From an optimization exercise on the open Yosys and OpenROAD flow, aimed at small area; shortcuts taken in it are not production practice. Where RTL was checked, it was by simulation tests only, not by an equivalence proof against the original. Only the layout flow was run in run 3; the RTL was not checked for function there. No driver is modelled on the clock port, so clocking that relies on it looks cheaper here than on a real chip. No activity file was given, so power comes from the tool's default toggle rates.

`design.v`:
```
module noryr_rx (
    input  wire        clk,
    input  wire        rst,             
    input  wire        in_valid,
    input  wire [9:0]  in_cg,           
    output reg         os_valid,
    output wire [7:0]  os_type,
    output wire [7:0]  os_arg0,
    output wire [7:0]  os_arg1,
    output reg         fr_word_valid,
    output wire [31:0] fr_word,
    output wire [6:0]  fr_word_num,
    output reg         fr_done,
    output wire [1:0]  fr_status,       
    output reg  [15:0] cnt_code,
    output reg  [15:0] cnt_ok,
    output reg  [15:0] cnt_bad,
    output reg  [15:0] cnt_drop
);
    localparam [31:0] CRC_RESIDUE = 32'hDEBB20E3;
    function [31:0] crc_byte;
        input [31:0] c;
        input [7:0]  b;
        integer k;
        reg [31:0] r;
        begin
            r = c;
            for (k = 0; k < 8; k = k + 1)
                r = (r[0] ^ b[k]) ? ((r >> 1) ^ 32'hEDB88320) : (r >> 1);
            crc_byte = r;
        end
    endfunction
    function is_os_type;
        input [7:0] t;
        begin
            case (t)
                8'h10, 8'h20, 8'h21, 8'h28, 8'h30, 8'h31, 8'h38,
                8'h40, 8'h41, 8'h50, 8'h51, 8'h52, 8'h53, 8'h60: is_os_type = 1'b1;
                default: is_os_type = 1'b0;
            endcase
        end
    endfunction
    reg        rd;           
    reg        st_fr;        
    reg  [1:0] os_ph;        
    reg [63:0] sr;           
    reg [31:0] crc;
    reg  [6:0] wc;           
    reg  [1:0] lane;         
    reg  [6:0] flen;         
    reg        fdrop;        
    reg        ferr;
    reg        fab;          
    wire a = in_cg[0], b = in_cg[1], c = in_cg[2], d = in_cg[3], e = in_cg[4];
    wire i = in_cg[5], f = in_cg[6], g = in_cg[7], h = in_cg[8], j = in_cg[9];
    wire [5:0] y  = in_cg[5:0] ^ {6{rd}};
    wire [2:0] ny = y[0] + y[1] + y[2] + y[3] + y[4] + y[5];
    wire v6 = (ny == 3'd3 && y != 6'b111000) ||
              (ny == 3'd4 && y != 6'b111100 && y != 6'b001111);
    wire rd1 = rd ^ (ny == 3'd4);              
    wire [3:0] z  = in_cg[9:6] ^ {4{rd1}};
    wire ei = (e ^ rd1) & (i ^ rd1);
    wire [2:0] nz = z[0] + z[1] + z[2] + z[3];
    wire v4 = (z == 4'b1110) ? ei :
              (z == 4'b0111) ? !ei :
              (nz == 3'd3) || (nz == 3'd2 && z != 4'b1100);
    wire dd = v6 && v4;                        
    wire [9:0] ck = in_cg ^ {10{rd}};
    wire k285 = (ck == 10'b0101111100);
    wire k277 = (ck == 10'b0001011011);
    wire k297 = (ck == 10'b0001011101);
    wire k307 = (ck == 10'b0001011110);
    reg [4:0] x5;
    reg [2:0] x3;
    always @* begin
        x5[0] = (a&e&~i)|(a&c&~i)|(b&~c&~e&~i)|(a&~b&c&~d)|(~a&d&e&i)|(b&~c&~d&~e)|(~b&~c&d&~e&i)|(~b&c&~d&~e)|(b&c&d&i)|(~b&~c&~d&e);
        x5[1] = (b&e&~i)|(~a&~c&d&i)|(b&d&~i)|(a&~d&~e&~i)|(a&~c&~d&~e)|(~a&c&~d&~e&i)|(a&c&d&i)|(a&c&e&i)|(~a&~c&~d&e);
        x5[2] = (c&e&~i)|(a&c&~i)|(~a&~b&d&i)|(~b&c&e)|(a&~b&~d&~e)|(~a&b&d&~e&~i)|(~a&b&~d&~e&i)|(a&b&d&i)|(b&d&e&i);
        x5[3] = (~a&d&~i)|(d&e&~i)|(~a&~b&c&~e)|(~a&b&~c&d)|(~b&c&~e&~i)|(a&~b&~c&~e&i)|(b&d&~i)|(~a&~c&~d&~e)|(a&b&c&i)|(a&b&e&i)|(a&c&e&i);
        x5[4] = (~d&e&i)|(a&b&e)|(c&d&e)|(~a&b&~c&d&~i)|(a&~b&~c&d&~i)|(a&c&e)|(b&c&e)|(~a&~c&~d&~e)|(~b&~c&~d&~e)|(~a&~b&~d&i)|(~a&~b&~c&~e)|(~a&~b&~e&~i);
        x3[0] = (f&~j)|(~g&~h)|(~f&h&j);
        x3[1] = (~f&j)|(g&h)|(f&~h&~j);
        x3[2] = (h&~j)|(~g&~j)|(g&h)|(~f&~g&~h)|(f&g&j);
    end
    wire [7:0] byte_d = {x3, x5};              
    wire lim    = (wc == 7'd66) && (lane == 2'd0);    
    wire len_ok = (lane == 2'd0) && ({1'b0, wc} == {1'b0, flen} + 8'd1);
    wire good   = !ferr && len_ok && (crc == CRC_RESIDUE);
    assign os_type     = sr[47:40];
    assign os_arg0     = sr[55:48];
    assign os_arg1     = sr[63:56];
    assign fr_word     = sr[31:0];
    assign fr_word_num = wc;
    assign fr_status   = {fab | (good & fdrop), fab | !good};
    wire idle   = !st_fr && (os_ph == 2'd0);
    wire accept = st_fr && dd && !lim;
    wire shift  = in_valid && ((os_ph != 2'd0) || accept);
    wire [3:0] ones = in_cg[0] + in_cg[1] + in_cg[2] + in_cg[3] + in_cg[4] +
                      in_cg[5] + in_cg[6] + in_cg[7] + in_cg[8] + in_cg[9];
    wire       rd_next = (ones > 4'd5) ? 1'b1 : (ones < 4'd5) ? 1'b0 : rd;
    reg os_bad;
    always @(posedge clk) begin
        fab <= k307;
        if (shift) sr <= {byte_d, sr[63:8]};
        if (rst) begin
            rd            <= 1'b0;
            st_fr         <= 1'b0;
            os_ph         <= 2'd0;
            os_valid      <= 1'b0;
            fr_word_valid <= 1'b0;
            fr_done       <= 1'b0;
            cnt_code      <= 16'd0;
            cnt_ok        <= 16'd0;
            cnt_bad       <= 16'd0;
            cnt_drop      <= 16'd0;
        end else begin
            os_valid      <= 1'b0;
            fr_word_valid <= 1'b0;
            fr_done       <= 1'b0;
            if (in_valid) begin
                rd <= rd_next;
                if (idle) begin
                    if (k285) begin
                        os_ph  <= 2'd1;
                        os_bad <= 1'b0;
                    end else if (k277) begin
                        st_fr <= 1'b1;
                        wc    <= 7'd126;
                        lane  <= 2'd0;
                        ferr  <= 1'b0;
                        crc   <= 32'hFFFFFFFF;
                    end else begin
                        cnt_code <= cnt_code + 16'd1;
                    end
                end
                if (os_ph != 2'd0) begin
                    os_ph <= os_ph + 2'd1;
                    if (!dd) os_bad <= 1'b1;
                    if (os_ph == 2'd3) begin
                        if (!os_bad && dd && is_os_type(sr[55:48]))
                            os_valid <= 1'b1;
                        else
                            cnt_code <= cnt_code + 16'd1;
                    end
                end
                if (st_fr) begin
                    if (dd) begin
                        if (lim) begin
                            ferr <= 1'b1;
                        end else begin
                            crc  <= crc_byte(crc, byte_d);
                            lane <= lane + 2'd1;
                            if (lane == 2'd0 && wc == 7'd126)
                                flen <= byte_d[6:0];
                            if (lane == 2'd3) begin
                                wc <= wc + 7'd1;
                                if (wc != 7'd126)
                                    fr_word_valid <= 1'b1;
                                else
                                    fdrop <= byte_d[7] & (byte_d[6:4] != 3'd0);
                            end
                        end
                    end else if (k297) begin
                        st_fr   <= 1'b0;
                        fr_done <= 1'b1;
                        if (!good)
                            cnt_bad  <= cnt_bad + 16'd1;
                        else if (fdrop)
                            cnt_drop <= cnt_drop + 16'd1;
                        else
                            cnt_ok   <= cnt_ok + 16'd1;
                    end else if (k307) begin
                        st_fr   <= 1'b0;
                        fr_done <= 1'b1;
                    end else begin
                        ferr <= 1'b1;
                    end
                end
            end
        end
    end
endmodule
```
`flow/run.sh`:
```
#!/bin/bash
# Own layout flow: the standard synthesis, then its combinational logic
# re-mapped for area by ABC (flip-flops, their names and cell types kept),
# then the standard ORFS steps with smaller port buffers and no CTS dummy
# loads. Each tool's output goes to a log file of its own here.
set -euo pipefail
HERE=$(pwd)
R=$HERE/orfs/results/$FLOW_PLATFORM/noryr_rx/base
LIB=$FLOW_HOME/platforms/$FLOW_PLATFORM/lib/sky130_fd_sc_hd__tt_025C_1v80.lib

# 1. standard synthesis (unchanged)
bash standard.sh synth > log_1_standard_synth.txt 2>&1

# 2. re-map the combinational logic for area
cp $R/1_2_yosys.v $HERE/synth_standard.v
sed -e "s|@LIB@|$LIB|g" -e "s|@IN@|$HERE/synth_standard.v|g" \
    -e "s|@OUT@|$HERE/synth_area.v|g" -e "s|@ABC@|$HERE/flow/area.abc|g" \
    flow/reopt.ys > reopt_run.ys
yosys -c /dev/null > /dev/null 2>&1 || true
yosys -l log_2_reopt.txt -q reopt_run.ys > /dev/null 2>&1
sleep 1
cp $HERE/synth_area.v $R/1_2_yosys.v
touch $R/1_2_yosys.v

# 3. the rest of the standard flow
bash standard.sh \
    "BUFFER_PORTS_ARGS=-buffer_cell sky130_fd_sc_hd__buf_1" \
    "CTS_ARGS=-sink_clustering_enable -repair_clock_nets -dont_use_dummy_load" \
    finish > log_3_standard_finish.txt 2>&1
```
`flow/area.abc`:
```
strash
&get -n
&st
&syn2
&dch
&nf
&st
&syn2
&dch
&nf
&put
```
`flow/reopt.ys`:
```
read_liberty -ignore_miss_func -ignore_miss_dir @LIB@
blackbox sky130_fd_sc_hd__*df* sky130_fd_sc_hd__*dl* sky130_fd_sc_hd__conb_1
read_verilog @IN@
hierarchy -top noryr_rx
flatten
opt_clean
stat
abc -liberty @LIB@ -dont_use *probe* -dont_use *lpflow* -script @ABC@
opt_clean -purge
setundef -zero
splitnets
opt_clean -purge
hilomap -singleton -hicell sky130_fd_sc_hd__conb_1 HI -locell sky130_fd_sc_hd__conb_1 LO
stat -liberty @LIB@
read_liberty -lib -ignore_redef @LIB@
check -assert
select -clear
select noryr_rx
write_verilog -noattr -nohex -nodec -selected @OUT@
```
`standard.sh`:
```
#!/bin/bash
# synth_recipe.tcl (not shown) runs the flow's synth.tcl, then flattens the netlist and writes it again
# the make line also repeats each setting of config.mk as NAME=value (left out here)
make -C /OpenROAD-flow-scripts/flow DESIGN_CONFIG=/design/flow/config.mk WORK_HOME=/design/flow/orfs CLKGATE_MAP_FILE= SYNTH_SCRIPT=/design/flow/synth_recipe.tcl "${@:-finish}"
```
`config.mk`:
```
export PLATFORM = sky130hd
export DESIGN_NAME = noryr_rx
export DESIGN_NICKNAME = noryr_rx
export VERILOG_FILES = /design/flow/design.v
export SDC_FILE = /design/flow/constraint.sdc
export NUM_CORES = 4
export LEC_CHECK = 0
export CAP_MARGIN = 20
export CORE_MARGIN = 2
export CORE_UTILIZATION = 40
export SLEW_MARGIN = 20
export SYNTH_MEMORY_MAX_BITS = 32768
```
`constraint.sdc`:
```
create_clock -name core_clock -period 10.0 [get_ports {clk}]
set_input_delay 2.0000 -clock core_clock [delete_from_list [all_inputs] [get_ports {clk}]]
set_output_delay 2.0000 -clock core_clock [all_outputs]
set_load 0.01 [all_outputs]
```
==> flow_summary.ini, run 1 <==
[status]
status = no timing/DRC/antenna violations

[routing]
viasPerCell = 5.70
dr.pass1.iters = 5
drtIter0Drc = 600
antenna_left = 0
route.detailed.drc = 0
vias = 7418
drt-wirelength-per-cell_um = 17.9
drt-total-wl_mm = 23.3

[timing]
finalClockSkew_ps = 30.9
finalWorstSetupSlack_ps = 3960
max_freq_mhz = 166
finalSetupTns_ps = 0
finalCritPeriodShare_pct = 60.4
drv_slew = 0
rsz0062_at_grt = no
period_needed_ps = 6040
hold_violations = 0
setup_viol_count_final = 0
slew_headroom_pct = 30.6
worst_pin_slew_ps = 1040

[global_routing]
grt_max_degree = 70
grt_usage_pct = 19.0
grt-ovfl-total = 0
grt_pass1_wl_mm = 36.4
antenna_found_initial = 0
grt_pass1_vias = 6675

[clocking]
path_clk_slew_ps = 70
postCtsHoldBufs = 0
ctsHtreeMaxLevel = 4
ctsResizeCount = 0
clkLatencyLatePin_ps = 440
cts-root-buf = clkbuf_16
cts_made_buffers = 17
clockBufferDepth = 2
post_cts.repair.setup_buffers = 0
cts.sinks = 187
cts_tree = built

[critical_path]
cp.required_ps = 10040
r2r_slack_ps = 5520
path_class = in -> reg
cp-start-kind = input port
r2r_start = rd$_SDFFE_PP0P_
worstReg2RegEnd = sr[34]$_DFFE_PP_
arrival_ps = 6080
reg2reg_depth = 11
cp_max_fo = 64
cp-end-kind = flip-flop

[min_path]
holdPathStages = 0
min_from = sr[34]$_DFFE_PP_
min_path_type = reg -> reg
min_to = sr[26]$_DFFE_PP_

[finish]
antenna_cells = 0
area_delta_synth_final_pct = 15.6
nNetsFinal = 1032
stdcell_count = 1302
n_fill_cell = 2127
drive_gt1_share_pct = 3.24

[yosys]
netlist_instances = 844
syn_area_sq_um = 9170
yosysWarnings = 1
synth_nets = 857
avgSynthCellArea_sq_um = 10.9

[floorplan]
start_util_pct = 40.6
io_pins = 145
num_rows = 55
die_x_um = 155
coreArea_sq_um = 22600
dieArea_sq_um = 24200
die_h_um = 155

[power]
power.density_nw_per_um2 = 156
peakVddDrop_v = 0.0000779
power_w = 0.00165
leakagePower_nw = 3.45

[placed_design]
place_hpwl_mm = 16.6
gp_congestion = 0.873
place_worst_setup_slack_ps = 3630
io_buffer_count = 144
dpl.cell_count = 1285

[run]
maxCapViolCount = 0
-- sequential cells by signal (all words and copies together) (netlist names) --
register,flops
sr,64
crc,32
cnt_bad,16
cnt_code,16
cnt_drop,16
cnt_ok,16
flen,7
wc,7
lane,2
os_ph,2
fab,1
fdrop,1
ferr,1
fr_done,1
fr_word_valid,1
os_bad,1
os_valid,1
rd,1
st_fr,1
-- where the power goes --
| part | switching (W) | internal (W) | total (W) | leakage (nW) |
|---|---|---|---|---|
| combinational | 0.000153 | 0.000107 | 0.000259 | 1.61 |
| clock | 0.000255 | 0.000296 | 0.000551 | 0.209 |
| sequential | 0.0000151 | 0.000824 | 0.000839 | 1.63 |
-- final cells by class --
cell class / instances / area [sq um] / area share, %
multi-input combinational: 633 / 4210 / 39.7
inverter: 24 / 90.1 / 0.849
sequential: 187 / 4890 / 46.1
clock buffer: 17 / 425 / 4.01
timing repair buffer: 156 / 632 / 5.96
tap: 285 / 357 / 3.36
-- cells in the final DEF (no fill, tap or decap), drive strengths merged, types with 4 or more instances in the layout --
| cell type | instances |
|---|---|
| buf | 155 |
| edfxtp | 115 |
| nor2 | 78 |
| dfxtp | 72 |
| a21oi | 61 |
| xnor2 | 58 |
| nor3 | 46 |
| xor2 | 41 |
| nand2 | 37 |
| a2bb2oi | 30 |
| clkinv | 24 |
| nand3 | 22 |
| and3 | 18 |
| clkbuf | 18 |
| o21ai | 17 |
| nand4 | 16 |
| and4 | 14 |
| nor4 | 13 |
| and2 | 13 |
| o21a | 12 |
| o21bai | 11 |
| nand4b | 10 |
| or2 | 8 |
| nor2b | 8 |
| a211oi | 8 |
| a2111oi | 7 |
| o211ai | 6 |
| or3 | 6 |
| a21o | 6 |
| a41oi | 5 |
| or3b | 4 |
| nand2b | 4 |
| a22o | 4 |
| mux2i | 4 |
| or4 | 4 |
| a32o | 4 |
-- per-layer routing --
metal | track usage, % | wire [um]
met5 | 0 | 0
met4 | 4.81 | 302
met3 | 3.62 | 1260
met2 | 30.7 | 10900
met1 | 26.3 | 10800
-- through the flow --
stage	utilization [%]	cell area [sq um]	hold WS, ps
2_1_floorplan	-	9170	400
3_3_place_gp	45.1	10200	401
3_5_place_dp	45.1	10200	405
4_1_cts	47.0	10600	403
5_1_grt	47.0	10600	423
6_report	47.0	10600	404
-- how the worst max path moves through the flow --
stage	start	end	slack, ps	cells after the start
after floorplan	in_cg[0]	sr[0]$_DFFE_PP_	2270	10
after global placement	in_cg[1]	crc[4]$_DFFE_PP_	3370	12
after detailed placement	in_cg[1]	sr[5]$_DFFE_PP_	3630	12
after CTS	in_cg[1]	sr[30]$_DFFE_PP_	4060	12
after global routing	in_cg[1]	crc[4]$_DFFE_PP_	3640	12
final	in_cg[1]	sr[34]$_DFFE_PP_	3960	12
-- critical path, cell delays in order --
cell       delay (ps)
buf_1             650
xor2_1            410
xnor3_1           520
a2111oi_0         400
o21a_1            210
xnor2_1           140
mux2i_1           130
nor2_1            150
o21ai_0           180
or2_0             390
a21oi_4           200
buf_4             650
==> inputs of run 2 (changes only) <==
==> run.sh (new file) <==
#!/bin/bash
# synth_recipe.tcl (not shown) runs the flow's synth.tcl, then flattens the netlist and writes it again
# the make line also repeats each setting of config.mk as NAME=value (left out here)
make -C /OpenROAD-flow-scripts/flow DESIGN_CONFIG=/design/flow/config.mk WORK_HOME=/design/flow/orfs CLKGATE_MAP_FILE= SYNTH_SCRIPT=/design/flow/synth_recipe.tcl finish
removed: flow/run.sh
removed: flow/area.abc
removed: flow/reopt.ys
removed: standard.sh
==> flow_summary.ini, run 2 <==
[timing]
finalClockSkew_ps = 17.8
period_needed_ps = 8140
worst_pin_slew_ps = 1110
max_freq_mhz = 123
setup_viol_count_final = 0
finalCritPeriodShare_pct = 81.4
hold_violations = 0
slew_headroom_pct = 26.2
rsz0062_at_grt = no
finalSetupTns_ps = 0
drv_slew = 0

[critical_path]
crit_path_cell_trace = clkdlybuf4s50_1, buf_4, inv_1, ha_1, ha_1, inv_1, fa_1, inv_1, ha_1, inv_1, fa_1, nor3b_4, xnor2_2, xnor2_1, ha_1, ha_1, o22a_1, or3_1, a32o_2, a21oi_1, o2111ai_1, nor4_1, mux2_2
cpPeakStageDelay_ps = 520
crit_slowest_cell = o2111ai_1
path_common_cell = ha_1
r2r_slack_ps = 3260
reg2reg_depth = 21
cp_max_fo = 24
cp-end-kind = flip-flop
cp.required_ps = 10340
arrival_ps = 8480
r2r_start = rd$_SDFFE_PP0P_
path_class = in -> reg
worstReg2RegEnd = cnt_code[15]$_SDFFE_PP0P_
cp-start-kind = input port

[run]
maxCapViolCount = 0

[global_routing]
grt_max_degree = 66
grt-ovfl-total = 0
antenna_found_initial = 0
grt_usage_pct = 18.0
grt_pass1_vias = 7139
grt_pass1_wl_mm = 38.3

[finish]
final_core_util_pct = 48.8
area_delta_synth_final_pct = 19.3
reg_top3 = sr (64), crc (32)
layout_common_cells = clkdlybuf4s50_1, edfxtp_1, dfxtp_1, nor2_1, a21oi_1
stdcell_area_sq_um = 12400
drive_gt1_share_pct = 6.46
final_common_cell = clkdlybuf4s50_1
nNetsFinal = 1132
antenna_cells = 0
regMostFlops = sr
largest_register_ffs = 64

[yosys]
netlist_instances = 1012
seq_area_frac_synth_pct = 47.2
syn_area_sq_um = 10400
synthTopCellsByCount = edfxtp_1, dfxtp_1, nor2_1
synth_edf_count = 115
synth_cell_types = 74
yosysMostFrequentCell = edfxtp_1
synth-seq-cells = 187
synth_nets = 1058
async_reset_ff_share_pct = 0
avgSynthCellArea_sq_um = 10.2
yosysWarnings = 1
synthTopCellsByArea = edfxtp_1, dfxtp_1, xnor2_1
synthFlopType = edfxtp_1
synth_top_area_cell = edfxtp_1
synth_top_area_share_pct = 33.3

[clocking]
clockBufferDepth = 2
cts_made_buffers = 17
postCtsHoldBufs = 0
clkLatencyLatePin_ps = 440
cts-root-buf = clkbuf_16
cts.sinks = 187
ctsResizeCount = 0
post_cts.repair.setup_buffers = 0
ctsHtreeMaxLevel = 4
cts_tree = built
path_clk_slew_ps = 80

[routing]
viasPerCell = 5.38
drtIter0Drc = 466
dr.pass1.iters = 5
drt-wirelength-per-cell_um = 17.0
drt-total-wl_mm = 24.3
route.detailed.drc = 0
vias = 7691
antenna_left = 0

[min_path]
min_path_type = reg -> reg
min_from = sr[39]$_DFFE_PP_
holdPathStages = 0
min_to = sr[31]$_DFFE_PP_

[floorplan]
dieArea_sq_um = 27200
die_h_um = 165
start_util_pct = 40.9
num_rows = 58
coreArea_sq_um = 25300
die_x_um = 165
io_pins = 145

[placed_design]
place_hpwl_mm = 17.4
placed_area_sq_um = 11700
gp_congestion = 0.836
io_buffer_count = 144

[power]
peakVddDrop_v = 0.000115
leakagePower_nw = 4.28
power.density_nw_per_um2 = 159

[status]
status = no timing/DRC/antenna violations
-- run 2: final cells by class --
type,instances,area (sq um)
Fill cell,2312,13000
Sequential cell,187,4890
Multi-Input combinational cell,687,4740
Timing Repair Buffer,158,1540
Clock buffer,17,425
Tap cell,330,413
Clock inverter,15,218
Inverter,35,131
-- run 2: worst max-delay path, delay by kind of cell --
family          cells  cell delay, ps
fa+ha+maj           7            2200
compound gates      4            1290
simple gates        3            1000
buf+inv             6             990
xor+xnor            2             590
mux                 1             370
-- run 2: metal layers --
layer / share of wire [%] / up-vias / track usage [%] / wire (um)
met5: 0 / - / 0 / 0
met2: 47 / 233 / 29.1 / 11400
met1: 46 / 3672 / 24.3 / 11100
li1: - / 3755 / - / -
met3: 5.2 / 31 / 3.44 / 1270
met4: 2.1 / 0 / 6.13 / 517
-- run 2: cell families (layout without fill, tap and decap cells) --
group	after synthesis	after routing	share of synthesized area, %
compound gates	184	184	11.7
xor+xnor	121	121	10.6
fa+ha+maj	33	33	4.56
buf+inv	138	225	7.28
flops	187	187	47.2
mux	9	9	0.893
simple gates	340	340	17.8
-- run 2: where the power goes --
group / switching (W) / total (W) / internal [W] / leakage, nW
Clock: 0.000353 / 0.000724 / 0.000372 / 0.312
Sequential: 0.0000164 / 0.000841 / 0.000824 / 1.63
Combinational: 0.000233 / 0.000406 / 0.000174 / 2.34
Total: 0.000602 / 0.00197 / 0.00137 / 4.28
-- run 2: how the worst max path moves through the flow --
stage	end	depth (start not counted)	slack [ps]	startpoint
floorplan	sr[0]$_DFFE_PP_	22	1260	in_cg[0]
global placement	cnt_code[15]$_SDFFE_PP0P_	23	1660	in_cg[0]
detailed placement	cnt_code[15]$_SDFFE_PP0P_	23	1480	in_cg[0]
CTS	cnt_code[15]$_SDFFE_PP0P_	23	1910	in_cg[0]
global route	cnt_code[15]$_SDFFE_PP0P_	23	1490	in_cg[1]
finish	cnt_code[15]$_SDFFE_PP0P_	23	1860	in_cg[0]
-- run 2: stage by stage --
step / power, W / cells / setup WS, ps / hold WS [ps]
floorplan: 0.00117 / 1012 / 1260 / 400
global placement: 0.00126 / 1397 / 1660 / 402
detailed placement: 0.00126 / 1397 / 1480 / 405
CTS: 0.00199 / 1429 / 1910 / 422
global route: 0.00206 / 1429 / 1490 / 430
finish: 0.00197 / 1429 / 1860 / 422
==> inputs of run 3 (changes only) <==
--- a/design.v
+++ b/design.v
@@ -53,23 +53,23 @@
     reg        fab;          
     wire a = in_cg[0], b = in_cg[1], c = in_cg[2], d = in_cg[3], e = in_cg[4];
     wire i = in_cg[5], f = in_cg[6], g = in_cg[7], h = in_cg[8], j = in_cg[9];
+    wire [2:0] n6 = in_cg[0] + in_cg[1] + in_cg[2] + in_cg[3] + in_cg[4] + in_cg[5];
+    wire [2:0] n4 = in_cg[6] + in_cg[7] + in_cg[8] + in_cg[9];
+    wire [3:0] ones = n6 + n4;
+    wire       rd_next = (ones > 4'd5) ? 1'b1 : (ones < 4'd5) ? 1'b0 : rd;
     wire [5:0] y  = in_cg[5:0] ^ {6{rd}};
-    wire [2:0] ny = y[0] + y[1] + y[2] + y[3] + y[4] + y[5];
-    wire v6 = (ny == 3'd3 && y != 6'b111000) ||
-              (ny == 3'd4 && y != 6'b111100 && y != 6'b001111);
-    wire rd1 = rd ^ (ny == 3'd4);              
+    wire b6 = (n6 == 3'd3);
+    wire u6 = rd ? (n6 == 3'd2) : (n6 == 3'd4);
+    wire v6 = (b6 && y != 6'b111000) || (u6 && y != 6'b111100 && y != 6'b001111);
+    wire rd1 = b6 ? rd : n6[2];
     wire [3:0] z  = in_cg[9:6] ^ {4{rd1}};
     wire ei = (e ^ rd1) & (i ^ rd1);
-    wire [2:0] nz = z[0] + z[1] + z[2] + z[3];
-    wire v4 = (z == 4'b1110) ? ei :
-              (z == 4'b0111) ? !ei :
-              (nz == 3'd3) || (nz == 3'd2 && z != 4'b1100);
-    wire dd = v6 && v4;                        
-    wire [9:0] ck = in_cg ^ {10{rd}};
-    wire k285 = (ck == 10'b0101111100);
-    wire k277 = (ck == 10'b0001011011);
-    wire k297 = (ck == 10'b0001011101);
-    wire k307 = (ck == 10'b0001011110);
+    wire b4 = (n4 == 3'd2);
+    wire u4 = rd1 ? (n4 == 3'd1) : (n4 == 3'd3);
+    wire a7 = (z == 4'b1110);
+    wire v4 = a7 ? ei : (z == 4'b0111) ? !ei : (u4 || (b4 && z != 4'b1100));
+    wire dd = v6 && v4;
+    wire kx7 = v6 && a7 && !ei;
     reg [4:0] x5;
     reg [2:0] x3;
     always @* begin
@@ -82,6 +82,10 @@
         x3[1] = (~f&j)|(g&h)|(f&~h&~j);
         x3[2] = (h&~j)|(~g&~j)|(g&h)|(~f&~g&~h)|(f&g&j);
     end
+    wire k277 = kx7 && x5 == 5'd27;
+    wire k297 = kx7 && x5 == 5'd29;
+    wire k307 = kx7 && x5 == 5'd30;
+    wire k285 = (y == 6'b111100) && (z == 4'b1010);
     wire [7:0] byte_d = {x3, x5};              
     wire lim    = (wc == 7'd66) && (lane == 2'd0);    
     wire len_ok = (lane == 2'd0) && ({1'b0, wc} == {1'b0, flen} + 8'd1);
@@ -95,9 +99,6 @@
     wire idle   = !st_fr && (os_ph == 2'd0);
     wire accept = st_fr && dd && !lim;
     wire shift  = in_valid && ((os_ph != 2'd0) || accept);
-    wire [3:0] ones = in_cg[0] + in_cg[1] + in_cg[2] + in_cg[3] + in_cg[4] +
-                      in_cg[5] + in_cg[6] + in_cg[7] + in_cg[8] + in_cg[9];
-    wire       rd_next = (ones > 4'd5) ? 1'b1 : (ones < 4'd5) ? 1'b0 : rd;
     reg os_bad;
     always @(posedge clk) begin
         fab <= k307;
==> flow/run.sh (new file) <==
#!/bin/bash
# Own layout flow: the standard synthesis, then its combinational logic
# re-mapped for area by ABC (flip-flops, their instance names and cell types
# kept; the smallest of a few ABC scripts is taken), then the standard ORFS
# steps with buf_1 port buffers, small clock buffers and no CTS dummy loads.
# Each tool's output goes to a log file of its own in this folder.
set -euo pipefail
HERE=$(pwd)
R=$HERE/orfs/results/$FLOW_PLATFORM/noryr_rx/base
LIB=$FLOW_HOME/platforms/$FLOW_PLATFORM/lib/sky130_fd_sc_hd__tt_025C_1v80.lib

# 1. standard synthesis (unchanged)
bash standard.sh synth > log_1_standard_synth.txt 2>&1
cp $R/1_2_yosys.v $HERE/synth_standard.v

# 2. re-map the combinational logic for area, several ABC scripts in parallel
for s in flow/abc_*.abc; do
  n=$(basename $s .abc)
  sed -e "s|@LIB@|$LIB|g" -e "s|@IN@|$HERE/synth_standard.v|g" \
      -e "s|@OUT@|$HERE/synth_$n.v|g" -e "s|@ABC@|$HERE/$s|g" \
      flow/reopt.ys > reopt_$n.ys
  (yosys -l log_2_reopt_$n.txt -q reopt_$n.ys > /dev/null 2>&1 || true) &
done
wait
best=""; bestA=""
for s in flow/abc_*.abc; do
  n=$(basename $s .abc)
  if [[ -s synth_$n.v ]] && grep -q "Found and reported 0 problems" log_2_reopt_$n.txt; then
    A=$(grep "Chip area" log_2_reopt_$n.txt | tail -1 | awk '{print $NF}')
    echo "$n $A" >> reopt_areas.txt
    if [[ -z "$best" ]] || awk "BEGIN{exit !($A < $bestA)}"; then best=$n; bestA=$A; fi
  fi
done
echo "best $best $bestA" >> reopt_areas.txt
if [[ -n "$best" ]]; then
  sleep 1
  cp synth_$best.v $R/1_2_yosys.v
  touch $R/1_2_yosys.v
fi

# 3. the rest of the standard flow
bash standard.sh \
    "BUFFER_PORTS_ARGS=-buffer_cell sky130_fd_sc_hd__buf_1" \
    "CTS_ARGS=-sink_clustering_enable -repair_clock_nets -dont_use_dummy_load -buf_list sky130_fd_sc_hd__clkbuf_8" \
    finish > log_3_standard_finish.txt 2>&1
==> flow/abc_a.abc (new file) <==
&get -n
&st
&syn2
&dch
&nf -a -R 1000
&st
&syn2
&dch
&nf -a -R 1000
&st
&syn2
&dch
&nf -a -R 1000
&st
&syn2
&dch
&nf -a -R 1000
&put
==> flow/abc_b.abc (new file) <==
&get -n
&st
&syn2
&dch
&nf -a -R 1000
&st
&deepsyn -T 60
&dch -f
&nf -a -R 1000
&put
==> flow/abc_c.abc (new file) <==
&get -n
&st
&deepsyn -T 60
&dch -f
&nf -a -R 1000
&st
&dch -f
&nf -a -R 1000
&st
&dch -f
&nf -a -R 1000
&put
==> flow/reopt.ys (new file) <==
read_liberty -ignore_miss_func -ignore_miss_dir @LIB@
blackbox sky130_fd_sc_hd__*df* sky130_fd_sc_hd__*dl* sky130_fd_sc_hd__conb_1
read_verilog @IN@
hierarchy -top noryr_rx
flatten
opt_clean
stat
abc -liberty @LIB@ -dont_use *probe* -dont_use *lpflow* -script @ABC@
opt_clean -purge
rename -hide w:*.*
opt_clean -purge
setundef -zero
splitnets
opt_clean -purge
hilomap -singleton -hicell sky130_fd_sc_hd__conb_1 HI -locell sky130_fd_sc_hd__conb_1 LO
stat -liberty @LIB@
read_liberty -lib -ignore_redef @LIB@
check -assert
select -clear
select noryr_rx
write_verilog -noattr -nohex -nodec -selected @OUT@
==> standard.sh (new file) <==
#!/bin/bash
# synth_recipe.tcl (not shown) runs the flow's synth.tcl, then flattens the netlist and writes it again
# the make line also repeats each setting of config.mk as NAME=value (left out here)
make -C /OpenROAD-flow-scripts/flow DESIGN_CONFIG=/design/flow/config.mk WORK_HOME=/design/flow/orfs CLKGATE_MAP_FILE= SYNTH_SCRIPT=/design/flow/synth_recipe.tcl "${@:-finish}"
removed: run.sh
==> flow_summary.ini, run 3 <==
[timing]
finalSetupTns_ps = 0
period_needed_ps = 7670
rsz0062_at_grt = no
finalClockSkew_ps = 46.0
setup_viol_count_final = 0
max_freq_mhz = 130
worst_pin_slew_ps = 984
hold_violations = 0
finalCritPeriodShare_pct = 76.7
slew_headroom_pct = 33.9
drv_slew = 0

[finish]
antenna_cells = 0
drive_gt1_share_pct = 3.06
layout_common_cells = buf_1, edfxtp_1, nor2_1, a21oi_1, dfxtp_1
final_common_cell = buf_1
regMostFlops = sr
nNetsFinal = 931
area_delta_synth_final_pct = 14.7
reg_top3 = sr (64), crc (32)
largest_register_ffs = 64

[status]
status = no timing/DRC/antenna violations

[clocking]
cts.sinks = 187
cts-root-buf = clkbuf_8
cts_made_buffers = 17
path_clk_slew_ps = 100
clockBufferDepth = 2
postCtsHoldBufs = 0
post_cts.repair.setup_buffers = 0
clkLatencyLatePin_ps = 450
cts_tree = built
ctsResizeCount = 0
ctsHtreeMaxLevel = 4

[routing]
drtIter0Drc = 463
route.detailed.drc = 0
dr.pass1.iters = 4
viasPerCell = 5.25
drt-wirelength-per-cell_um = 15.5
drt-total-wl_mm = 18.4
vias = 6228
antenna_left = 0

[yosys]
synth_nets = 760
netlist_instances = 747
avgSynthCellArea_sq_um = 10.9
yosysWarnings = 1
syn_area_sq_um = 8110

[critical_path]
cp_max_fo = 20
cp-start-kind = input port
crit_slowest_cell = buf_1
path_common_cell = and3_1
path_class = in -> reg
cpPeakStageDelay_ps = 580
cp-end-kind = flip-flop
cp.required_ps = 10320
arrival_ps = 7990

[floorplan]
dieArea_sq_um = 21400
num_rows = 52
start_util_pct = 40.5
coreArea_sq_um = 20000
die_x_um = 146
io_pins = 145
die_h_um = 146

[power]
power.density_nw_per_um2 = 151
leakagePower_nw = 3.10
power_w = 0.00140
peakVddDrop_v = 0.0000853

[global_routing]
grt_pass1_vias = 5599
antenna_found_initial = 0
grt_pass1_wl_mm = 29.0
grt_max_degree = 65
grt_usage_pct = 16.8
grt-ovfl-total = 0

[placed_design]
io_buffer_count = 144
gp_congestion = 0.817
place_hpwl_mm = 13.0

[min_path]
min_path_type = reg -> reg

[run]
maxCapViolCount = 0
==> run 3: cell count changes in the layout (fill, tap and decap cells not counted), moves of 25 or more <==
cell             previous run  this run
xnor2_1                    62        24
ha_1                       25         0
inv_1                      35         0
nor2_1                     68        98
clkdlybuf4s50_1           143         0
buf_1                       0       143
==> run 3: layout make-up <==
cell class	count	area, sq um
fill	1913	10700
sequential	187	4890
timing repair buffer	152	602
clock buffer	17	234
tap	270	338
inverter	15	56.3
multi-input combinational	545	3180
==> run 3: worst paths after layout <==
kind	start	end	slack, ps	depth (start not counted)
setup / recovery	in_cg[4]	cnt_ok[15]$_SDFFE_PP0P_	2330	29
hold / removal	sr[34]$_DFFE_PP_	sr[26]$_DFFE_PP_	410	0
setup reg to reg	rd$_SDFFE_PP0P_	cnt_ok[15]$_SDFFE_PP0P_	4960	23
hold reg to reg	sr[34]$_DFFE_PP_	sr[26]$_DFFE_PP_	410	0
==> run 3: per-layer routing <==
metal / up-vias / GRT usage (%) / share of wire, %
met5: - / 0 / 0
met4: 0 / 4.32 / 1.3
met2: 186 / 26.6 / 46
li1: 3111 / - / -
met1: 2914 / 23.5 / 48
met3: 17 / 3.72 / 5.2
==> run 3: per-stage QoR <==
step	cells	hold WS [ps]	util [%]	area (sq um)	setup slack (ps)
finish	1186	409	46.4	9300	2330
global route	1186	430	46.4	9300	1680
CTS	1186	412	46.4	9300	2360
detailed placement	1169	405	45.2	9070	1890
global placement	1169	400	45.2	9070	2150
floorplan	747	400	-	8110	744
==> run 3: power breakdown <==
part / internal (W) / total (W) / switching, W
Sequential: 0.000827 / 0.000836 / 0.00000968
Combinational: 0.0000644 / 0.000187 / 0.000123
Clock: 0.000151 / 0.000378 / 0.000227
==> run 3: worst max-delay path, delay by kind of cell <==
family	cells	cell delay (ps)
AND/OR/NAND/NOR	22	4380
AO/OA/AOI/OAI	4	720
buffers and inverters	2	630
XOR/XNOR	1	270
==> inputs of run 4 (changes only) <==
--- a/design.v
+++ b/design.v
@@ -97,12 +97,30 @@
     assign fr_word_num = wc;
     assign fr_status   = {fab | (good & fdrop), fab | !good};
     wire idle   = !st_fr && (os_ph == 2'd0);
+    wire in_os  = (os_ph != 2'd0);
     wire accept = st_fr && dd && !lim;
-    wire shift  = in_valid && ((os_ph != 2'd0) || accept);
+    wire os_start = in_valid && idle && k285;
+    wire fr_start = in_valid && idle && k277;
+    wire stray    = in_valid && idle && !k285 && !k277;
+    wire os_end   = in_valid && (os_ph == 2'd3);
+    wire os_good  = !os_bad && dd && is_os_type(sr[55:48]);
+    wire acc      = in_valid && accept;
+    wire wdone    = acc && (lane == 2'd3);
+    wire hdr      = (wc == 7'd126);                
+    wire end29    = in_valid && st_fr && k297;
+    wire end30    = in_valid && st_fr && k307;
+    wire f_bad    = in_valid && (dd ? lim : !(k297 || k307));
     reg os_bad;
     always @(posedge clk) begin
-        fab <= k307;
-        if (shift) sr <= {byte_d, sr[63:8]};
+        crc    <= (crc ^ ({32{acc}} & (crc_byte(crc, byte_d) ^ crc))) | {32{fr_start}};
+        fab    <= k307;
+        os_bad <= !os_start && (os_bad || (in_valid && !dd));
+        ferr   <= !fr_start && (ferr || f_bad);
+        lane   <= (lane + {1'b0, acc}) & {2{!fr_start}};
+        wc     <= fr_start ? 7'd126 : wc + {6'd0, wdone};
+        if (in_valid && (in_os || accept)) sr <= {byte_d, sr[63:8]};
+        if (acc && lane == 2'd0 && hdr) flen <= byte_d[6:0];
+        if (wdone && hdr) fdrop <= byte_d[7] & (byte_d[6:4] != 3'd0);
         if (rst) begin
             rd            <= 1'b0;
             st_fr         <= 1'b0;
@@ -115,69 +133,16 @@
             cnt_bad       <= 16'd0;
             cnt_drop      <= 16'd0;
         end else begin
-            os_valid      <= 1'b0;
-            fr_word_valid <= 1'b0;
-            fr_done       <= 1'b0;
-            if (in_valid) begin
-                rd <= rd_next;
-                if (idle) begin
-                    if (k285) begin
-                        os_ph  <= 2'd1;
-                        os_bad <= 1'b0;
-                    end else if (k277) begin
-                        st_fr <= 1'b1;
-                        wc    <= 7'd126;
-                        lane  <= 2'd0;
-                        ferr  <= 1'b0;
-                        crc   <= 32'hFFFFFFFF;
-                    end else begin
-                        cnt_code <= cnt_code + 16'd1;
-                    end
-                end
-                if (os_ph != 2'd0) begin
-                    os_ph <= os_ph + 2'd1;
-                    if (!dd) os_bad <= 1'b1;
-                    if (os_ph == 2'd3) begin
-                        if (!os_bad && dd && is_os_type(sr[55:48]))
-                            os_valid <= 1'b1;
-                        else
-                            cnt_code <= cnt_code + 16'd1;
-                    end
-                end
-                if (st_fr) begin
-                    if (dd) begin
-                        if (lim) begin
-                            ferr <= 1'b1;
-                        end else begin
-                            crc  <= crc_byte(crc, byte_d);
-                            lane <= lane + 2'd1;
-                            if (lane == 2'd0 && wc == 7'd126)
-                                flen <= byte_d[6:0];
-                            if (lane == 2'd3) begin
-                                wc <= wc + 7'd1;
-                                if (wc != 7'd126)
-                                    fr_word_valid <= 1'b1;
-                                else
-                                    fdrop <= byte_d[7] & (byte_d[6:4] != 3'd0);
-                            end
-                        end
-                    end else if (k297) begin
-                        st_fr   <= 1'b0;
-                        fr_done <= 1'b1;
-                        if (!good)
-                            cnt_bad  <= cnt_bad + 16'd1;
-                        else if (fdrop)
-                            cnt_drop <= cnt_drop + 16'd1;
-                        else
-                            cnt_ok   <= cnt_ok + 16'd1;
-                    end else if (k307) begin
-                        st_fr   <= 1'b0;
-                        fr_done <= 1'b1;
-                    end else begin
-                        ferr <= 1'b1;
-                    end
-                end
-            end
+            if (in_valid) rd <= rd_next;
+            st_fr         <= (st_fr && !end29 && !end30) || fr_start;
+            os_ph         <= os_start ? 2'd1 : os_ph + {1'b0, in_valid && in_os};
+            os_valid      <= os_end && os_good;
+            fr_word_valid <= wdone && !hdr;
+            fr_done       <= end29 || end30;
+            cnt_code      <= cnt_code + {15'd0, stray || (os_end && !os_good)};
+            cnt_bad       <= cnt_bad  + {15'd0, end29 && !good};
+            cnt_drop      <= cnt_drop + {15'd0, end29 && good && fdrop};
+            cnt_ok        <= cnt_ok   + {15'd0, end29 && good && !fdrop};
         end
     end
 endmodule
==> flow_summary.ini, run 4 <==
[status]
status = no timing/DRC/antenna violations

[timing]
finalClockSkew_ps = 48.4
slew_headroom_pct = 44.0
worst_pin_slew_ps = 834
setup_viol_count_final = 0
drv_slew = 0
hold_violations = 0
finalSetupTns_ps = 0
finalWorstSetupSlack_ps = 2170
finalCritPeriodShare_pct = 78.3
rsz0062_at_grt = no
max_freq_mhz = 128
period_needed_ps = 7830

[yosys]
syn_area_sq_um = 7680
netlist_instances = 752
synth_nets = 765
avgSynthCellArea_sq_um = 10.2
yosysWarnings = 1

[critical_path]
cpPeakStageDelay_ps = 640
crit_slowest_cell = nor4bb_1
cp_max_fo = 13
cp.required_ps = 10300
r2r_slack_ps = 4110
path_common_cell = and3_1
cp-end-kind = flip-flop
path_class = in -> reg
crit_path_cell_trace = buf_1, or2_0, nand2_1, xnor2_1, xnor2_1, nor2_1, o21ai_0, o2111ai_1, or3_1, or3_1, or2_0, nand2b_1, nor4bb_1, and3_1, and3_1, and2_0, and3_1, and2_0, and3_1, and2_0, and3_1, and3_1, nor3_1
cp_num_buf_inv = 1
path_delay_family = simple AND/OR/NAND/NOR gates
cp-start-kind = input port
arrival_ps = 8130

[placed_design]
place_hpwl_mm = 12.4
gp_congestion = 0.828
dpl.cell_count = 1136
placed_area_sq_um = 8570
place_worst_setup_slack_ps = 1850
io_buffer_count = 144

[routing]
antenna_left = 0
drt-wirelength-per-cell_um = 15.2
viasPerCell = 5.23
route.detailed.drc = 0
drt-total-wl_mm = 17.6
dr.pass1.iters = 5
drtIter0Drc = 360
vias = 6029

[clocking]
path_clk_slew_ps = 110
post_cts.repair.setup_buffers = 0
clockBufferDepth = 2
postCtsHoldBufs = 0
ctsHtreeMaxLevel = 4
cts_tree = built
cts_made_buffers = 17
cts.sinks = 187
ctsResizeCount = 0
clkLatencyLatePin_ps = 470
cts-root-buf = clkbuf_8

[finish]
largest_register_ffs = 64
drive_gt1_share_pct = 2.72
layout_common_cells = buf_1, dfxtp_1, nor2_1, a21oi_1, edfxtp_1
reg_top3 = sr (64), crc (32)
area_delta_synth_final_pct = 14.6
stdcell_area_sq_um = 8800
nNetsFinal = 934
regMostFlops = sr
stdcell_count = 1153
antenna_cells = 0
final_common_cell = buf_1

[power]
leakagePower_nw = 3.09
power.density_nw_per_um2 = 170
power_w = 0.00150
peakVddDrop_v = 0.0000998

[global_routing]
grt_pass1_vias = 5474
grt_pass1_wl_mm = 27.6
antenna_found_initial = 0
grt-ovfl-total = 0
grt_max_degree = 72
grt_usage_pct = 17.1

[floorplan]
die_h_um = 143
num_rows = 50
die_x_um = 143
io_pins = 145
start_util_pct = 40.9
coreArea_sq_um = 18800
dieArea_sq_um = 20300

[run]
maxCapViolCount = 0

[min_path]
min_path_type = reg -> reg
## run 4: cell types whose count changed in the layout (fill, tap and decap cells not counted), moves of 5 or more
| cell | delta |
|---|---|
| mux2i_1 | -5 |
| xnor2_1 | +8 |
| edfxtp_1 | -43 |
| or2_0 | +5 |
| nor3_1 | +14 |
| o21ai_0 | -23 |
| dfxtp_1 | +43 |
| o21bai_1 | +11 |
| a31oi_1 | +5 |
| nand4_1 | -7 |
| nand2_1 | +13 |
## run 4: layout make-up
type / instances / area, sq um
inverter: 11 / 41.3
timing repair buffer: 150 / 594
clock buffer: 17 / 234
multi-input combinational: 554 / 3180
tap: 234 / 293
sequential: 187 / 4460
fill: 1854 / 9960
## run 4: per-stage QoR
stage / hold WS (ps) / util, %
finish: 382 / 46.9
floorplan: 400 / -
global placement: 400 / 45.6
CTS: 387 / 46.9
detailed placement: 405 / 45.7
global route: 385 / 46.9
## run 4: power breakdown
group	total, W	internal, W	switching [W]
clock network	0.000379	0.000151	0.000229
registers	0.000840	0.000812	0.0000272
logic	0.000280	0.000108	0.000173
total	0.00150	0.00107	0.000428
## run 4: routing by layer
layer	share of wire, %	global-route usage [%]	vias up
li1	-	-	3085
met1	47	22.4	2765
met2	46	28.0	161
met3	5.8	3.84	18
met4	1.4	5.58	0
met5	0	0	-
## run 4: final timing paths
kind | end | depth (start not counted) | startpoint
min reg2reg | sr[31]$_DFFE_PP_ | 0 | sr[39]$_DFFE_PP_
max reg2reg | cnt_ok[15]$_SDFF_PP0_ | 21 | rd$_SDFFE_PP0P_
max | cnt_ok[15]$_SDFF_PP0_ | 23 | in_cg[0]
min | sr[31]$_DFFE_PP_ | 0 | sr[39]$_DFFE_PP_
==> inputs of run 5 (changes only) <==
==> flow/abc_b.abc (replaced) <==
&get -n
&st
&syn2
&dch
&nf -a -R 1000
&st
&deepsyn -T 120 -S 1
&dch -f
&nf -a -R 1000
&put
==> flow/abc_c.abc (replaced) <==
&get -n
&st
&deepsyn -T 120 -S 2
&dch -f
&nf -a -R 1000
&st
&dch -f
&nf -a -R 1000
&st
&dch -f
&nf -a -R 1000
&put
==> flow/abc_d.abc (new file) <==
&get -n
&st
&deepsyn -T 120 -S 3
&dch -f
&nf -a -R 1000
&st
&dch -f
&nf -a -R 1000
&st
&dch -f
&nf -a -R 1000
&put
==> flow/abc_e.abc (new file) <==
&get -n
&st
&syn2
&dch
&nf -a -R 1000
&st
&deepsyn -T 120 -S 4
&dch -f
&nf -a -R 1000
&put
removed: flow/abc_a.abc
==> flow_summary.ini, run 5 <==
[floorplan]
dieArea_sq_um = 20200
coreArea_sq_um = 18700
io_pins = 145
start_util_pct = 40.8
die_h_um = 142
num_rows = 50
die_x_um = 142

[clocking]
cts-root-buf = clkbuf_8
cts_made_buffers = 17
cts.sinks = 187
ctsHtreeMaxLevel = 4
clockBufferDepth = 2
post_cts.repair.setup_buffers = 0
cts_tree = built
clkLatencyLatePin_ps = 460
postCtsHoldBufs = 0
ctsResizeCount = 0
path_clk_slew_ps = 90

[global_routing]
grt_pass1_vias = 5386
antenna_found_initial = 0
grt_usage_pct = 17.1
grt-ovfl-total = 0
grt_pass1_wl_mm = 27.5
grt_max_degree = 72

[finish]
n_fill_cell = 1783
layout_common_cells = buf_1, dfxtp_1, nor2_1, a21oi_1, edfxtp_1
multi_input_area_sq_um = 3130
final_common_cell = buf_1
reg_top3 = sr (64), crc (32)
regArea_sq_um = 4460
drive_gt1_share_pct = 2.74
largest_register_ffs = 64
final_core_util_pct = 46.8
area_delta_synth_final_pct = 14.7
nNetsFinal = 926
antenna_cells = 0
regMostFlops = sr

[placed_design]
gp_congestion = 0.874
io_buffer_count = 144
place_worst_setup_slack_ps = 2670
place_hpwl_mm = 12.4

[yosys]
avgSynthCellArea_sq_um = 10.3
synth_nets = 758
syn_area_sq_um = 7640
yosysWarnings = 1
netlist_instances = 745

[min_path]
holdPathStages = 0
min_path_type = reg -> reg
min_from = sr[34]$_DFFE_PP_
min_to = sr[26]$_DFFE_PP_

[power]
netSwitchingPower_w = 0.000485
p_seq_share_pct = 54.0
power_w = 0.00163
leakagePower_nw = 3.07
netSwitchingFraction_pct = 29.8
power.density_nw_per_um2 = 186
internal-power_w = 0.00114
peakVddDrop_v = 0.000118
p_clk_share_pct = 22.8
combPwrFrac_pct = 23.2

[timing]
worst_pin_slew_ps = 931
rsz0062_at_grt = no
max_freq_mhz = 145
hold_violations = 0
setup_viol_count_final = 0
drv_slew = 0
period_needed_ps = 6910
finalSetupTns_ps = 0
finalClockSkew_ps = 48.4
finalCritPeriodShare_pct = 69.1
finalWorstSetupSlack_ps = 3090
slew_headroom_pct = 37.4

[critical_path]
worstReg2RegEnd = cnt_ok[15]$_SDFF_PP0_
crit_start = in_cg[1]
path_class = in -> reg
reg2reg_depth = 19
cp_max_fo = 14
r2r_slack_ps = 5520
cp-end-kind = flip-flop
r2r_start = rd$_SDFFE_PP0P_
arrival_ps = 7220
cp.required_ps = 10300
cp-start-kind = input port

[routing]
drt-wirelength-per-cell_um = 15.0
drtIter0Drc = 339
dr.pass1.iters = 5
route.detailed.drc = 0
drt-total-wl_mm = 17.2
antenna_left = 0
viasPerCell = 5.26
vias = 6026

[run]
maxCapViolCount = 0

[status]
status = no timing/DRC/antenna violations
[run 5: metal layers]
metal	global-route usage (%)	part of all wire [%]	vias to the layer above
met1	23.6	49	2790
met2	26.8	45	147
met5	0	0	-
met4	5.84	1.9	0
li1	-	-	3072
met3	3.63	4.9	17
[run 5: power groups by stage]
stage,clock (W),combinational (W),sequential [W]
2_1_floorplan,0,0.000294,0.000884
5_1_grt,0.000419,0.000420,0.000883
4_1_cts,0.000391,0.000378,0.000877
6_report,0.000371,0.000377,0.000878
3_3_place_gp,0,0.000374,0.000894
3_5_place_dp,0,0.000376,0.000895
[run 5: area by class of cell]
class                      count  area share (%)
sequential                   187            50.9
multi-input combinational    542            35.7
timing repair buffer         149            6.61
tap                          234            3.34
clock buffer                  17            2.67
inverter                      16           0.685
[run 5: how the worst max path moves through the flow]
| stage | cells after the start | endpoint |
|---|---|---|
| 2_1_floorplan | 13 | sr[0]$_DFFE_PP_ |
| 3_3_place_gp | 25 | cnt_ok[15]$_SDFF_PP0_ |
| 3_5_place_dp | 25 | cnt_ok[15]$_SDFF_PP0_ |
| 4_1_cts | 25 | cnt_ok[15]$_SDFF_PP0_ |
| 5_1_grt | 25 | cnt_ok[15]$_SDFF_PP0_ |
| 6_report | 25 | cnt_ok[15]$_SDFF_PP0_ |
[run 5: critical path, cell delays in order]
cell and delay (ps):
buf_1 400, nor2_1 180, nor2b_1 220, xor2_1 290
nor2_1 100, o21a_1 200, nor3_1 270, nand3_1 110
o21ai_0 110, nand3_1 120, nor2_1 140, and2_0 170
nand4_1 180, or3_1 420, nor2_1 240, and3_1 280
and3_1 210, and2_0 280, nand3_1 130, nor2_1 230
and3_1 230, and2_0 240, and3_1 270, and3_1 170
nor3_1 40
[run 5: through the flow]
| stage | std cells | instance area (sq um) | hold slack, ps |
|---|---|---|---|
| floorplan | 745 | 7640 | 400 |
| global placement | 1128 | 8530 | 401 |
| detailed placement | 1128 | 8530 | 405 |
| CTS | 1145 | 8760 | 409 |
| global route | 1145 | 8760 | 417 |
| finish | 1145 | 8760 | 409 |
==> inputs of run 6 (changes only) <==
--- a/config.mk
+++ b/config.mk
@@ -7,6 +7,6 @@
 export LEC_CHECK = 0
 export CAP_MARGIN = 20
 export CORE_MARGIN = 2
-export CORE_UTILIZATION = 40
+export CORE_UTILIZATION = 70
 export SLEW_MARGIN = 20
 export SYNTH_MEMORY_MAX_BITS = 32768
==> flow_summary.ini, run 6 <==
[status]
status = no timing/DRC/antenna violations

[finish]
layout_common_cells = buf_1, nor2_1, dfxtp_1, a21oi_1, edfxtp_1
reg_top3 = sr (64), crc (32)
stdcell_count = 1068
final_common_cell = buf_1
final_core_util_pct = 80.4
area_delta_synth_final_pct = 12.8
drive_gt1_share_pct = 2.59
largest_register_ffs = 64
antenna_cells = 0
nNetsFinal = 943
regMostFlops = sr
n_fill_cell = 700

[global_routing]
grt-ovfl-total = 0
grt_usage_pct = 30.4
grt_pass1_wl_mm = 27.9
grt_max_degree = 72
antenna_found_initial = 0
grt_pass1_vias = 5823

[yosys]
yosysWarnings = 1
syn_area_sq_um = 7690
netlist_instances = 763
avgSynthCellArea_sq_um = 10.1
synth_nets = 776

[floorplan]
start_util_pct = 71.2
coreArea_sq_um = 10800
io_pins = 145
die_h_um = 109
die_x_um = 109
num_rows = 38
dieArea_sq_um = 11800

[timing]
setup_viol_count_final = 0
period_needed_ps = 7850
slew_headroom_pct = 38.0
max_freq_mhz = 127
drv_slew = 0
finalSetupTns_ps = 0
rsz0062_at_grt = no
finalCritPeriodShare_pct = 78.5
worst_pin_slew_ps = 926
hold_violations = 0
finalClockSkew_ps = 29.6

[clocking]
clkLatencyLatePin_ps = 460
path_clk_slew_ps = 80
postCtsHoldBufs = 0
cts-root-buf = clkbuf_8
cts_tree = built
clockBufferDepth = 2
post_cts.repair.setup_buffers = 0
ctsResizeCount = 0
cts.sinks = 187
ctsHtreeMaxLevel = 4
cts_made_buffers = 17

[routing]
drtIter0Drc = 594
vias = 6382
viasPerCell = 5.98
dr.pass1.iters = 5
drt-wirelength-per-cell_um = 16.7
antenna_left = 0
drt-total-wl_mm = 17.9
route.detailed.drc = 0

[critical_path]
cp.required_ps = 10320
arrival_ps = 8170
path_class = in -> reg
reg2reg_depth = 19
crit_start = in_cg[0]
path_depth = 25
cp-start-kind = input port
r2r_start = crc[10]$_DFF_P_
cp_num_buf_inv = 2
path_common_cell = and3_1
crit_slowest_cell = or3_1
cp-end-kind = flip-flop
r2r_slack_ps = 4430
cpPeakStageDelay_ps = 480
path_delay_family = simple AND/OR/NAND/NOR gates
cp_max_fo = 15

[min_path]
min_path_type = reg -> reg
min_from = sr[33]$_DFFE_PP_
holdPathStages = 0

[placed_design]
gp_congestion = 0.999
dpl.cell_count = 1051
io_buffer_count = 144
place_hpwl_mm = 13.2

[power]
power.density_nw_per_um2 = 160
peakVddDrop_v = 0.000122
leakagePower_nw = 3.10

[run]
maxCapViolCount = 0
[run 6: final cells by class]
class	instances	area [sq um]	area share [%]
inverters	11	41.3	0.476
repair buffers	148	572	6.59
well taps	140	175	2.02
flip-flops and latches	187	4460	51.5
multi-input cells	565	3190	36.7
clock buffers	17	234	2.70
[run 6: final timing paths]
check                                             end
worst max-delay path            cnt_ok[15]$_SDFF_PP0_
worst min-delay path                 sr[25]$_DFFE_PP_
worst max register to register  cnt_ok[15]$_SDFF_PP0_
worst min register to register       sr[25]$_DFFE_PP_
[run 6: through the flow]
stage / power [W] / area (sq um) / hold slack, ps / setup slack [ps]
after floorplan: 0.000978 / 7690 / 400 / 3320
after global placement: 0.00102 / 8440 / 401 / 2490
after detailed placement: 0.00103 / 8440 / 405 / 1830
after CTS: 0.00139 / 8670 / 422 / 2260
after global routing: 0.00144 / 8670 / 434 / 1820
final: 0.00139 / 8670 / 422 / 2150
[run 6: power by group]
group / internal, W / switching (W)
Combinational: 0.0000752 / 0.000127
Sequential: 0.000802 / 0.0000160
Clock: 0.000150 / 0.000219
Total: 0.00103 / 0.000362
[run 6: worst reg2reg max path, cell delays in order, from the launching register on]
cell and delay, ps:
dfxtp_1 340, or4b_1 580, nor4_1 230, nand4_1 140, nor4_1 360, nand2_1 110, nor4_1 530, or3b_1 440
nor2_1 260, and3_1 300, and3_1 240, and2_0 320, and3_1 260, and2_0 290, and3_1 250, and2_0 290
and3_1 240, nand2_1 90, xor2_1 130, nor2_1 50
[run 6: metal layers]
layer	global-route usage, %	wire length [um]	vias up	share of wire, %
li1	-	-	3082	-
met1	37.6	7300	2946	41
met2	51.2	8630	298	48
met3	8.13	1440	56	8.1
met4	11.9	494	0	2.8
met5	0	0	-	0
==> inputs of run 7 (changes only) <==
--- a/flow/run.sh
+++ b/flow/run.sh
@@ -2,7 +2,8 @@
 # Own layout flow: the standard synthesis, then its combinational logic
 # re-mapped for area by ABC (flip-flops, their instance names and cell types
 # kept; the smallest of a few ABC scripts is taken), then the standard ORFS
-# steps with buf_1 port buffers, small clock buffers and no CTS dummy loads.
+# steps with buf_1 port buffers, small clock buffers (the ones whose flip-flops see a slow clock edge
+# upsized after CTS) and no CTS dummy loads.
 # Each tool's output goes to a log file of its own in this folder.
 set -euo pipefail
 HERE=$(pwd)
@@ -41,5 +42,6 @@
 # 3. the rest of the standard flow
 bash standard.sh \
     "BUFFER_PORTS_ARGS=-buffer_cell sky130_fd_sc_hd__buf_1" \
-    "CTS_ARGS=-sink_clustering_enable -repair_clock_nets -dont_use_dummy_load -buf_list sky130_fd_sc_hd__clkbuf_8" \
+    "POST_CTS_TCL=$HERE/flow/post_cts.tcl" \
+    "CTS_ARGS=-sink_clustering_enable -repair_clock_nets -dont_use_dummy_load -buf_list sky130_fd_sc_hd__clkbuf_4" \
     finish > log_3_standard_finish.txt 2>&1
==> flow/post_cts.tcl (new file) <==
# Upsize clock buffers whose flip-flop clock pins see a slow slew.
estimate_parasitics -placement
set big [[ord::get_db] findMaster sky130_fd_sc_hd__clkbuf_8]
set n 0
foreach inst [[ord::get_db_block] getInsts] {
  if {[[$inst getMaster] getName] ne "sky130_fd_sc_hd__clkbuf_4"} { continue }
  set worst 0
  set onet [[$inst findITerm X] getNet]
  if {$onet eq "NULL"} { continue }
  foreach it [$onet getITerms] {
    if {[$it isInputSignal] || [[$it getMTerm] getName] eq "CLK"} {
      set p [get_pins [$it getName]]
      set s [get_property $p slew_max]
      if {$s > $worst} { set worst $s }
    }
  }
  if {$worst > 0.100} { $inst swapMaster $big; incr n }
}
puts "post_cts: upsized $n clock buffers"
detailed_placement
estimate_parasitics -placement
==> flow_summary.ini, run 7 <==
[placed_design]
io_buffer_count = 144
place_hpwl_mm = 13.2
placed_area_sq_um = 8440
gp_congestion = 0.999

[critical_path]
arrival_ps = 8250
crit_slowest_cell = or3_1
cp-start-kind = input port
reg2reg_depth = 19
r2r_slack_ps = 4330
cp.required_ps = 10310
path_class = in -> reg
cpPeakStageDelay_ps = 480
cp-end-kind = flip-flop
path_common_cell = and3_1
cp_max_fo = 15

[timing]
drv_slew = 0
setup_viol_count_final = 0
period_needed_ps = 7940
max_freq_mhz = 126
whs_ps = 421
worst_pin_slew_ps = 938
finalClockSkew_ps = 34.4
slew_headroom_pct = 37.2
rsz0062_at_grt = no
hold_violations = 0
finalSetupTns_ps = 0
finalCritPeriodShare_pct = 79.4

[routing]
drt-total-wl_mm = 18.0
drtIter0Drc = 599
viasPerCell = 5.98
drt-wirelength-per-cell_um = 16.8
dr.pass1.iters = 5
vias = 6389
antenna_left = 0
route.detailed.drc = 0

[finish]
final_common_cell = buf_1
area_delta_synth_final_pct = 12.5
regMostFlops = sr
layout_common_cells = buf_1, nor2_1, dfxtp_1, a21oi_1, edfxtp_1
reg_top3 = sr (64), crc (32)
final_core_util_pct = 80.1
drive_gt1_share_pct = 2.59
stdcell_area_sq_um = 8650
nNetsFinal = 943
largest_register_ffs = 64
n_fill_cell = 703
antenna_cells = 0

[global_routing]
grt_pass1_wl_mm = 28.1
grt_usage_pct = 30.7
grt_pass1_vias = 5914
grt-ovfl-total = 0
antenna_found_initial = 0
grt_max_degree = 72

[floorplan]
start_util_pct = 71.2
io_pins = 145
dieArea_sq_um = 11800
die_h_um = 109
num_rows = 38
die_x_um = 109
coreArea_sq_um = 10800

[yosys]
syn_area_sq_um = 7690
synth_nets = 776
yosysWarnings = 1
avgSynthCellArea_sq_um = 10.1
netlist_instances = 763

[clocking]
clkLatencyLatePin_ps = 460
cts.sinks = 187
cts_tree = built
path_clk_slew_ps = 80

[status]
status = no timing/DRC/antenna violations

[min_path]
min_path_type = reg -> reg
holdPathStages = 0

[power]
peakVddDrop_v = 0.000118
power_w = 0.00137
leakagePower_nw = 3.09
power.density_nw_per_um2 = 158

[run]
maxCapViolCount = 0
## run 7: path summary, 6_finish.rpt
check,start,end
setup reg to reg,crc[10]$_DFF_P_,cnt_ok[15]$_SDFF_PP0_
setup / recovery,in_cg[0],cnt_ok[15]$_SDFF_PP0_
hold / removal,sr[35]$_DFFE_PP_,sr[27]$_DFFE_PP_
hold reg to reg,sr[35]$_DFFE_PP_,sr[27]$_DFFE_PP_
## run 7: metal layers
layer  up-vias  track usage [%]  part of all wire [%]
li1       3077                -                     -
met1      2967             37.5                    41
met2       293             51.9                    49
met3        52             7.47                   8.1
met4         0             13.3                   2.6
met5         -                0                     0
## run 7: area by class of cell
| class | count | area [sq um] | share of cell area, % |
|---|---|---|---|
| tap | 140 | 175 | 2.03 |
| inverter | 11 | 41.3 | 0.477 |
| sequential | 187 | 4460 | 51.6 |
| timing repair buffer | 148 | 572 | 6.61 |
| clock buffer | 17 | 209 | 2.42 |
| multi-input combinational | 565 | 3190 | 36.8 |
## run 7: stage by stage
| stage | setup slack (ps) | instances |
|---|---|---|
| final | 2060 | 1068 |
| after global routing | 1740 | 1068 |
| after detailed placement | 1830 | 1051 |
| after floorplan | 3320 | 763 |
| after global placement | 2490 | 1051 |
## run 7: critical path, delay by kind of cell
| kind | cells | cell delay [ps] |
|---|---|---|
| AO/OA/AOI/OAI | 1 | 310 |
| XOR/XNOR | 5 | 1130 |
| buffers and inverters | 2 | 560 |
| AND/OR/NAND/NOR | 17 | 4220 |
## run 7: where the power goes
group	switching, W	internal, W	total (W)
Clock	0.000218	0.000134	0.000351
Sequential	0.0000160	0.000802	0.000818
Combinational	0.000126	0.0000752	0.000201

separate check: timing with driven ports:
The flow's constraints put no driver on any port. The routed layouts listed below were extracted and timed again, unchanged, in two steps.
Step 1, drivers: a clkbuf_16 drives clk and a buf_2 each remaining input, both assumed.
Step 2 moves the port delays by t, midway between the first and last clock arrival at a register: inputs arrive t later, outputs are due t later. That takes back most of the time a late clock gives input paths.
Three values: ideal, step 1, step 2; two values: the first two.
run | t (ns) | setup slack, ns | hold WS [ns] | slew at the worst register clock pin (ns) | cell pins on the clock port's net
run 1 | 0.466 | 3.963 / 3.979 / 3.514 | 0.404 / 0.404 / 0.404 | 0.08 / 0.08 | 1
run 2 | 0.482 | 1.860 / 1.884 / 1.402 | 0.422 / 0.422 / 0.422 | 0.09 / 0.09 | 1
run 3 | 0.465 | 2.331 / 2.338 / 1.873 | 0.409 / 0.409 / 0.409 | 0.12 / 0.12 | 1
run 4 | 0.491 | 2.173 / 2.191 / 1.700 | 0.382 / 0.382 / 0.382 | 0.11 / 0.11 | 1
run 5 | 0.476 | 3.087 / 3.100 / 2.624 | 0.409 / 0.409 / 0.409 | 0.11 / 0.11 | 1
run 6 | 0.487 | 2.150 / 2.164 / 1.677 | 0.422 / 0.422 / 0.422 | 0.10 / 0.10 | 1
run 7 | 0.482 | 2.057 / 2.070 / 1.588 | 0.421 / 0.421 / 0.421 | 0.10 / 0.10 | 1
After both steps setup and hold are still met in every run listed.
